Source: an optimization exercise on an open RTL-to-GDS flow (aim: small area, a short achievable clock period and few clock cycles). Production flows keep margins and buffers that such runs may drop. Function was checked by simulation only, so behaviour that the tests miss may differ from the original.

==> flow/design.v <==
module qb_crc #(
    parameter integer K = 3                 
) (
    input  wire         clk,
    input  wire         rst,
    input  wire         in_valid,
    output wire         in_ready,
    input  wire [31:0]  in_crc,
    input  wire [511:0] in_data,
    input  wire [63:0]  in_mask,
    output reg          out_valid,
    output reg  [31:0]  out_crc
);
    localparam [31:0] POLY = 32'h82F6_3B78;
    localparam integer N  = (64 + K - 1) / K;  
    localparam integer CW = (N > 32) ? 6 : (N > 16) ? 5 : (N > 8) ? 4 : (N > 4) ? 3 : (N > 2) ? 2 : 1;
    function [31:0] crc_byte(input [31:0] c_in, input [7:0] b);
        reg [31:0] c;
        integer t;
        begin
            c = c_in ^ {24'd0, b};
            for (t = 0; t < 8; t = t + 1)
                c = (c >> 1) ^ (POLY & {32{c[0]}});
            crc_byte = c;
        end
    endfunction
    reg [CW-1:0]  cnt;                      
    reg           rdy;                      
    reg [8*K-1:0] dreg;
    reg [K-1:0]   mreg;
    reg           v1, last1;
    assign in_ready = rdy | !in_valid;
    wire [8*K*N-1:0] dpad = in_data;
    wire [K*N-1:0]   mpad = in_mask;
    reg [8*K-1:0] dsel;
    reg [K-1:0]   msel;
    integer q;
    always @(*) begin
        dsel = {8*K{1'b0}};
        msel = {K{1'b0}};
        for (q = 0; q < N; q = q + 1)
            if (cnt == q) begin
                dsel = dsel | dpad[q*8*K +: 8*K];
                msel = msel | mpad[q*K +: K];
            end
    end
    localparam integer NP = (N > 32) ? 64 : (N > 16) ? 32 : (N > 8) ? 16 : (N > 4) ? 8 : 4;
    reg [N-1:0]  nz, cand;
    reg [NP-1:0] pre;                       
    reg [NP-1:0] one, any, mul;             
    reg [CW-1:0] nxt;
    reg          last_next;
    integer i, s, l;
    always @(*) begin
        for (i = 0; i < N; i = i + 1) begin
            nz[i]   = |mpad[i*K +: K];
            cand[i] = nz[i] && (i > cnt);
        end
        pre = {NP{1'b0}};
        pre[N-1:0] = cand;
        for (s = 1; s < NP; s = s * 2)
            pre = pre | (pre << s);
        pre = pre << 1;
        one = {NP{1'b0}};
        one[N-1:0] = cand & ~pre[N-1:0];
        nxt = {CW{1'b0}};
        for (i = 0; i < N; i = i + 1)
            if (one[i]) nxt = nxt | i;
        if (!pre[N]) nxt = cnt + 1'b1;
        any = {NP{1'b0}};
        any[N-1:0] = cand;
        mul = {NP{1'b0}};
        for (l = 1; l < NP; l = l * 2)
            for (i = 0; i < NP; i = i + 2 * l) begin
                mul[i] = mul[i] | mul[i+l] | (any[i] & any[i+l]);
                any[i] = any[i] | any[i+l];
            end
        last_next = !mul[0];
    end
    always @(posedge clk) begin
        dreg  <= dsel;
        mreg  <= msel & {K{in_valid}};      
        last1 <= rdy;
        if (rst) begin
            cnt <= {CW{1'b0}};
            rdy <= 1'b0;
            v1  <= 1'b0;
        end else begin
            v1 <= in_valid;
            if (in_valid) begin
                cnt <= rdy ? {CW{1'b0}} : nxt;
                rdy <= !rdy && last_next;
            end
        end
    end
    reg [31:0] crc;
    reg [31:0] c;
    integer j;
    always @(*) begin
        c = crc;
        for (j = 0; j < K; j = j + 1)
            if (mreg[j]) c = crc_byte(c, dreg[8*j +: 8]);
    end
    always @(posedge clk) begin
        crc     <= (cnt == {CW{1'b0}}) ? in_crc : c;
        out_crc <= c;
        if (rst) out_valid <= 1'b0;
        else     out_valid <= v1 & last1;
    end
endmodule
export LEC_CHECK = 0
export CAP_MARGIN = 20
export CORE_AREA = 10 10 290 290
export DIE_AREA = 0 0 300 300
export SLEW_MARGIN = 20
create_clock -name core_clock -period 10.0 [get_ports {clk}]
standard.sh (not shown) runs the stock make flow with config.mk's settings and CLKGATE_MAP_FILE= SYNTH_SCRIPT=/design/flow/synth_recipe.tcl, a recipe that flattens the netlist after the stock synthesis.
==> flow/flow/run.sh <==
#!/bin/bash
# Standard layout, with each port buffered by a buf_1 instead of ORFS's default
# port buffer cell. Extra ORFS settings come from flow/extra.env.
set -euo pipefail
export BUFFER_PORTS_ARGS="-buffer_cell sky130_fd_sc_hd__buf_1"
if [[ -f flow/extra.env ]]; then set -a; source flow/extra.env; set +a; fi
bash standard.sh > standard_make.log 2>&1
==> flow/flow/extra.env <==
SETUP_SLACK_MARGIN=5
Testbench counts at the start, summed over its fixed seeds: cycles 46,056.
Then changed:
--- a/flow/design.v
+++ b/flow/design.v
@@ -22,10 +22,18 @@
             for (t = 0; t < 8; t = t + 1)
                 c = (c >> 1) ^ (POLY & {32{c[0]}});
             crc_byte = c;
         end
     endfunction
+    function [31:0] tbl(input [7:0] x);
+        integer t;
+        begin
+            tbl = 32'd0;
+            for (t = 0; t < 8; t = t + 1)
+                if (x[t]) tbl = tbl ^ crc_byte(32'd0, 8'd1 << t);
+        end
+    endfunction
     reg [CW-1:0]  cnt;                      
     reg           rdy;                      
     reg [8*K-1:0] dreg;
     reg [K-1:0]   mreg;
     reg           v1, last1;
@@ -42,43 +50,23 @@
             if (cnt == q) begin
                 dsel = dsel | dpad[q*8*K +: 8*K];
                 msel = msel | mpad[q*K +: K];
             end
     end
-    localparam integer NP = (N > 32) ? 64 : (N > 16) ? 32 : (N > 8) ? 16 : (N > 4) ? 8 : 4;
     reg [N-1:0]  nz, cand;
-    reg [NP-1:0] pre;                       
-    reg [NP-1:0] one, any, mul;             
     reg [CW-1:0] nxt;
-    reg          last_next;
-    integer i, s, l;
+    integer i;
     always @(*) begin
         for (i = 0; i < N; i = i + 1) begin
             nz[i]   = |mpad[i*K +: K];
             cand[i] = nz[i] && (i > cnt);
         end
-        pre = {NP{1'b0}};
-        pre[N-1:0] = cand;
-        for (s = 1; s < NP; s = s * 2)
-            pre = pre | (pre << s);
-        pre = pre << 1;
-        one = {NP{1'b0}};
-        one[N-1:0] = cand & ~pre[N-1:0];
-        nxt = {CW{1'b0}};
-        for (i = 0; i < N; i = i + 1)
-            if (one[i]) nxt = nxt | i;
-        if (!pre[N]) nxt = cnt + 1'b1;
-        any = {NP{1'b0}};
-        any[N-1:0] = cand;
-        mul = {NP{1'b0}};
-        for (l = 1; l < NP; l = l * 2)
-            for (i = 0; i < NP; i = i + 2 * l) begin
-                mul[i] = mul[i] | mul[i+l] | (any[i] & any[i+l]);
-                any[i] = any[i] | any[i+l];
-            end
-        last_next = !mul[0];
+        nxt = cnt + 1'b1;
+        for (i = N - 1; i >= 0; i = i - 1)
+            if (cand[i]) nxt = i;
     end
+    wire last_next = ((cand & (cand - 1'b1)) == {N{1'b0}});
     always @(posedge clk) begin
         dreg  <= dsel;
         mreg  <= msel & {K{in_valid}};      
         last1 <= rdy;
         if (rst) begin
@@ -93,15 +81,19 @@
             end
         end
     end
     reg [31:0] crc;
     reg [31:0] c;
+    reg [7:0]  x;
     integer j;
     always @(*) begin
         c = crc;
-        for (j = 0; j < K; j = j + 1)
-            if (mreg[j]) c = crc_byte(c, dreg[8*j +: 8]);
+        x = crc[7:0] ^ dreg[7:0];
+        for (j = 0; j < K; j = j + 1) begin
+            if (mreg[j]) c = ({8'd0, c[31:8]}) ^ tbl(x);
+            if (j + 1 < K) x = c[7:0] ^ dreg[8*(j+1) +: 8];
+        end
     end
     always @(posedge clk) begin
         crc     <= (cnt == {CW{1'b0}}) ? in_crc : c;
         out_crc <= c;
         if (rst) out_valid <= 1'b0;
Count of clock-buffer cells in the layout does not change.
Cell count drops by 2.9%.
Die area does not change.
Core utilization drops by 1.3 points.
Synthesized cell count drops by 4.0%.
First-iteration DRC count drops by about 7%.
Testbench counts after the change, summed over its fixed seeds: cycles 46,056.

==> afterwards: timing with drivers on the ports <==
Ports are ideal in the flow. The routed layouts listed here were re-timed in OpenROAD. Step 1 assumes that a clkbuf_16 drives the clock port and a buf_2 every other input. Step 2 times the ports against the registers' clock, not the clock port: input delays grow and output delays shrink by t, the midpoint of the rising clock arrivals with the driver on. a / b / c = ideal ports / drivers / drivers and shift; a / b = the first two.
run	shift t [ns]	setup slack, ns	worst hold slack (ns)	worst setup path at the end	slew at the worst register clock pin (ns)
the first run	0.419	5.070 / 5.070 / 5.070	0.419 / 0.419 / 0.419	register to register	0.08 / 0.08
the second run	0.414	5.046 / 5.046 / 5.046	0.383 / 0.383 / 0.383	register to register	0.08 / 0.08
After both steps every run listed still meets setup and hold.
